Context: an optimization exercise on an open-source flow, tuned for small area and a short achievable clock period. The choices shown serve that exercise and are no tape-out recipe. The RTL was checked by simulation tests, not by an equivalence proof against the original design.

==> flow/design.v <==
module lmk_crc (
    input  wire        clk,
    input  wire        rst,         
    input  wire        wr_valid,
    input  wire [2:0]  wr_sel,      
    input  wire [2:0]  wr_size,     
    input  wire [63:0] wr_data,
    output wire [31:0] ctl_rd,      
    output wire [31:0] run_lo,      
    output wire [31:0] run_hi       
);
    localparam [2:0] SEL_CTL  = 3'd0;
    localparam [2:0] SEL_LO   = 3'd1;
    localparam [2:0] SEL_HI   = 3'd2;
    localparam [2:0] SEL_FOLD = 3'd3;
    localparam [2:0] SEL_DATA = 3'd4;
    localparam [2:0] SEL_PORT = 3'd5;
    localparam [31:0] POLY32C  = 32'h82F6_3B78;             
    localparam [63:0] POLY64   = 64'h42F0_E1EB_A9EA_3693;   
    localparam [63:0] POLY64R  = 64'hC96C_5795_D787_0F42;   
    reg  [1:0]  alg;
    reg  [3:0]  data_bytes;
    reg  [3:0]  fold_bytes;
    reg  [63:0] running;
    reg  [31:0] hi_held;
    reg         hi_pending;
    assign ctl_rd = {20'd0, fold_bytes, data_bytes, 2'b00, alg};
    assign run_lo = running[31:0];
    assign run_hi = (alg == 2'd0) ? 32'd0 : running[63:32];
    function [63:0] crc_byte(input [1:0] a, input [63:0] c, input [7:0] b);
        reg [63:0] x;
        integer k;
        begin
            case (a)
                2'd0: begin
                    x = {32'd0, c[31:0] ^ {24'd0, b}};
                    for (k = 0; k < 8; k = k + 1)
                        x = x[0] ? ({32'd0, x[31:1]} ^ {32'd0, POLY32C}) : {32'd0, x[31:1]};
                end
                2'd1: begin
                    x = c ^ {b, 56'd0};
                    for (k = 0; k < 8; k = k + 1)
                        x = x[63] ? ({x[62:0], 1'b0} ^ POLY64) : {x[62:0], 1'b0};
                end
                default: begin
                    x = c ^ {56'd0, b};
                    for (k = 0; k < 8; k = k + 1)
                        x = x[0] ? ({1'b0, x[63:1]} ^ POLY64R) : {1'b0, x[63:1]};
                end
            endcase
            crc_byte = x;
        end
    endfunction
    function [63:0] init_value(input [1:0] a);
        case (a)
            2'd0:    init_value = 64'h0000_0000_FFFF_FFFF;
            2'd1:    init_value = 64'd0;
            default: init_value = 64'hFFFF_FFFF_FFFF_FFFF;
        endcase
    endfunction
    function [3:0] byte_count(input [3:0] f);
        byte_count = (f == 4'd0 || f > 4'd8) ? 4'd8 : f;
    endfunction
    wire       size8  = (wr_size == 3'd7);
    wire [3:0] nb_acc = size8 ? 4'd8 : 4'd4;
    wire [3:0] nb_db  = byte_count(data_bytes);
    wire [3:0] nb_fb  = byte_count(fold_bytes);
    reg  [3:0] nbytes;
    always @(*) begin
        nbytes = 4'd0;
        if (wr_valid) begin
            case (wr_sel)
                SEL_FOLD: nbytes = size8 ? nb_fb : 4'd0;
                SEL_DATA: nbytes = (nb_db < nb_acc) ? nb_db : nb_acc;
                SEL_PORT: nbytes = {1'b0, wr_size} + 4'd1;
                default:  nbytes = 4'd0;
            endcase
        end
    end
    reg  [63:0] crc_next;
    integer     i;
    always @(*) begin
        crc_next = running;
        for (i = 0; i < 8; i = i + 1)
            if (i < nbytes)
                crc_next = crc_byte(alg, crc_next, wr_data[8*i +: 8]);
    end
    wire [1:0] new_alg = (wr_data[1:0] == 2'd3) ? alg : wr_data[1:0];
    always @(posedge clk) begin
        if (rst) begin
            alg        <= 2'd0;
            data_bytes <= 4'd4;
            fold_bytes <= 4'd8;
            running    <= 64'h0000_0000_FFFF_FFFF;
            hi_held    <= 32'd0;
            hi_pending <= 1'b0;
        end else if (wr_valid) begin
            case (wr_sel)
                SEL_CTL: begin
                    alg        <= new_alg;
                    data_bytes <= wr_data[7:4];
                    fold_bytes <= wr_data[11:8];
                    if (wr_data[12])
                        running <= init_value(new_alg);
                end
                SEL_LO: begin
                    if (alg == 2'd0)
                        running <= {32'd0, wr_data[31:0]};
                    else if (size8)
                        running <= wr_data;
                    else
                        running <= {hi_pending ? hi_held : running[63:32], wr_data[31:0]};
                    hi_pending <= 1'b0;
                end
                SEL_HI: begin
                    if (alg != 2'd0) begin
                        hi_held    <= wr_data[31:0];
                        hi_pending <= 1'b1;
                    end
                end
                SEL_FOLD, SEL_DATA, SEL_PORT: begin
                    running <= crc_next;
                end
                default: ;
            endcase
        end
    end
endmodule
==> flow/run.sh <==
#!/bin/bash
# synth_recipe.tcl (not shown) runs the flow's synth.tcl, then flattens the netlist and writes it again
# the make line also repeats each setting of config.mk as NAME=value (left out here)
make -C /OpenROAD-flow-scripts/flow DESIGN_CONFIG=/design/flow/config.mk WORK_HOME=/design/flow/orfs CLKGATE_MAP_FILE= SYNTH_SCRIPT=/design/flow/synth_recipe.tcl finish
==> flow/config.mk <==
export PLATFORM = sky130hd
export DESIGN_NAME = lmk_crc
export DESIGN_NICKNAME = lmk_crc
export VERILOG_FILES = /design/flow/design.v
export SDC_FILE = /design/flow/constraint.sdc
export NUM_CORES = 4
export LEC_CHECK = 0
export CAP_MARGIN = 20
export CORE_MARGIN = 10
export CORE_UTILIZATION = 40
export SLEW_MARGIN = 20
==> flow/constraint.sdc <==
create_clock -name core_clock -period 30.0 [get_ports {clk}]
set_input_delay 6.0000 -clock core_clock [delete_from_list [all_inputs] [get_ports {clk}]]
set_output_delay 6.0000 -clock core_clock [all_outputs]
set_load 0.01 [all_outputs]
==> summary.txt <==
Synth
  – Adder and majority gate portion of the synthesized area: 0.000975
  – Post-Syn Instances: 5,841
  – Synth top area share: 0.276
  – Asr flop ratio synth: 0
  – Simple-gate area share of the yosys netlist: 0.0869
  – Ranking of synthesized cells by area: xnor2_1, xnor3_1, xor2_1, dfxtp_1, xnor2_2
  – Area leader, netlist: xnor2_1
  – Largest family of logic cells by synthesized area: XOR/XNOR gates
  – Synth Area in XOR/XNOR: 0.600
  – Synthesis warning total: 1
  – Count leader, synth: xnor2_1
  – #FFs+latches synth: 107
  – Synth cell types: 136
  – Post-synth EDFFs: 0
  – Synth Area in Compound Gates: 0.188
  – Syn Std Cell Area: 51,300 um^2
  – Mux share of post-synthesis cell area: 0.0216
  – Synth Flop Type: dfxtp_1
  – Syn Area/Cell: 8.79 um^2
  – Synth cell count leaders: xnor2_1, xor2_1, nor2_1, a21oi_1, nand2_1
  – Post-synthesis sequential area ratio: 0.0417

Clock tree
  – Hold-fix buffers, CTS: 0
  – H-tree depth: 3
  – CTS resizes: 0
  – Bufs on Longest Clock Path: 2
  – Clock Tree Root: clkbuf_16
  – CTS tree: built
  – Worst skew pair latency: 0.41 ns
  – Setup Buffers After CTS: 0
  – Clock Pin Slew Worst Setup and Hold Paths: 0.10 ns
  – CTS buffer count: 9
  – Clock sinks: 107

Run status
  – Status: timing/DRC/antenna clean

GRT
  – Grt ovf: 0
  – Total track usage: 0.369
  – Initial antenna violation count: 11
  – Largest net degree at the start of global routing: 109
  – Vias in the first global route: 45,100
  – First-pass GRT wire length: 377,000 um

Critical path
  – Nature of the critical path endpoint: register
  – Setup CP Type: primary input to register
  – Worst R2R Setup Slack: 8.58 ns
  – CP required: 30.30 ns
  – Crit path DAT: 28.01 ns
  – Most used cell, CP: xnor3_1
  – Slowest stage cell, crit path: xnor2_1
  – Buf/Inv on CP: 5
  – CP Launch Type: primary input
  – Slowest stage delay, CP: 0.93 ns
  – Crit path max-delay family: XOR/XNOR gates
  – Critical-path maximum fanout: 74

Routing
  – WL/cell: 37.4 um
  – First-pass DRT Iterations: 8
  – Routed Antenna Nets: 0
  – Via count: 48,400
  – Drt via density: 6.53
  – DRT iter0 DRCs: 8,335
  – Final WL: 277,000 um
  – Post-route DRC: 0

Placed design
  – Setup WS pre-CTS: 2.54 ns
  – # port buffers: 146
  – Detail Placement HPWL: 213,000 um
  – Placed insts: 7,396
  – Placer Congestion: 1.08
  – DP Area: 54,100 um^2

STA
  – Finish-stage setup viols: 0
  – Fin. max-slew vios: 0
  – Final Worst Setup Slack: 2.29 ns
  – Slew @ Worst Pin: 1.31 ns
  – Setup TNS: 0 ns
  – Hold Vio Cnt, Final: 0
  – Fin Hold WS: 0.458 ns
  – Final Cycle Share: 0.924
  – Layout Skew: 0.0215 ns
  – Minimum clock period: 27.71 ns
  – RSZ-0062 raised after global routing: false
  – Worst relative slew slack: 0.128
  – Fmax: 36.1 MHz

Floorplanning
  – Effective utilization at floorplan: 0.402
  – Std-Cell Rows: 131
  – Die ar.: 143,000 um^2
  – Boundary Pins: 169
  – Core area: 128,000 um^2
  – Die width: 378 um
  – Die extent in y: 378 um

Layout
  – Register area: 2150 um^2
  – Final core utilization: 0.427
  – Synth-to-layout area growth: 6.14%
  – Design area: 54,500 um^2
  – Final Non-Filler Cells: 7,418
  – Filler cells: 12,700
  – Post-layout net count: 5,824
  – Layout cells sized above 1: 0.115
  – Area of the multi-input gates: 46,400 um^2

Run
  – Maxcap violations: 0

Min path
  – Worst min-delay path class: register to register
-- logic make-up (layout without fill, tap and decap cells) --
family	count (synthesis)	after routing
compound gates	1322	1322
buf+inv	553	443
other cells	1	26
xor+xnor	2736	2736
simple gates	1011	1011
flops	107	107
fa+ha+maj	4	4
mux	107	107
-- layer usage --
metal  routed length, um  global-route usage
met3               38800               0.110
met5                  16                   0
met2              111000               0.529
met4               19700               0.206
met1              107000               0.490
-- path summary, 6_finish.rpt --
| check | startpoint | endpoint | depth (start not counted) |
|---|---|---|---|
| worst max-delay path | wr_size[0] | running[23] | 50 |
| worst min-delay path | hi_held[15] | hi_held[15] | 2 |
| worst max register to register | data_bytes[0] | running[23] | 47 |
| worst min register to register | hi_held[15] | hi_held[15] | 2 |
-- flip-flops by register name, summed over array words and instances (netlist names) --
signal and flops:
hi_held 32, fold_bytes 4, alg 2, data_bytes 4, running 64, hi_pending 1
-- layout make-up --
class | count | share of cell area
diodes | 4 | 0.000184
clock buffers | 9 | 0.00413
clock inverters | 7 | 0.00179
inverters | 24 | 0.00177
multi-input cells | 5202 | 0.852
flip-flops and latches | 107 | 0.0395
well taps | 1662 | 0.0382
repair buffers | 403 | 0.0630
-- tightest hold or removal path: cells and delay by family, from the launching register on --
family | cells | cell delay (ns)
AO/OA/AOI/OAI | 1 | 0.05
flip-flops | 1 | 0.31
AND/OR/NAND/NOR | 1 | 0.05
-- cells in the final DEF (no fill, tap or decap), drive strengths merged, types with 30 or more instances in the layout --
cell	n
a22oi	56
o22ai	34
clkdlybuf4s50	144
nor3	45
dfxtp	107
xnor2	1774
xnor3	272
a211oi	81
a21oi	343
o21ai	257
xor3	48
o211ai	50
xor2	642
o221ai	69
a222oi	30
mux2i	101
a221oi	162
nor2	418
nand3	46
nand2	331
buf	258
nor2b	40

## what the ideal ports hide
In the flow no input, the clock included, has a driving cell. The finished layout below was timed again as built, in two steps. Step 1: set_driving_cell puts a clkbuf_16 on clk and a buf_2 on each other input, an assumption about the parent block. Step 2 also shifts input and output timing later by t, the mid clock arrival at the registers, as if the neighbouring blocks saw the same clock. a / b / c = ideal ports / drivers / drivers and shift; a / b = the first two.
t, ns: 0.469
slack for setup (ns): 2.289 / 2.328 / 1.860
worst register clock-pin slew, ns: 0.11 / 0.11
worst slew at a driven data input, ns: 0.05
After both steps this run still meets setup and hold. The setup slack of this run moves by +0.039 ns with the drivers and by -0.429 ns with both steps.
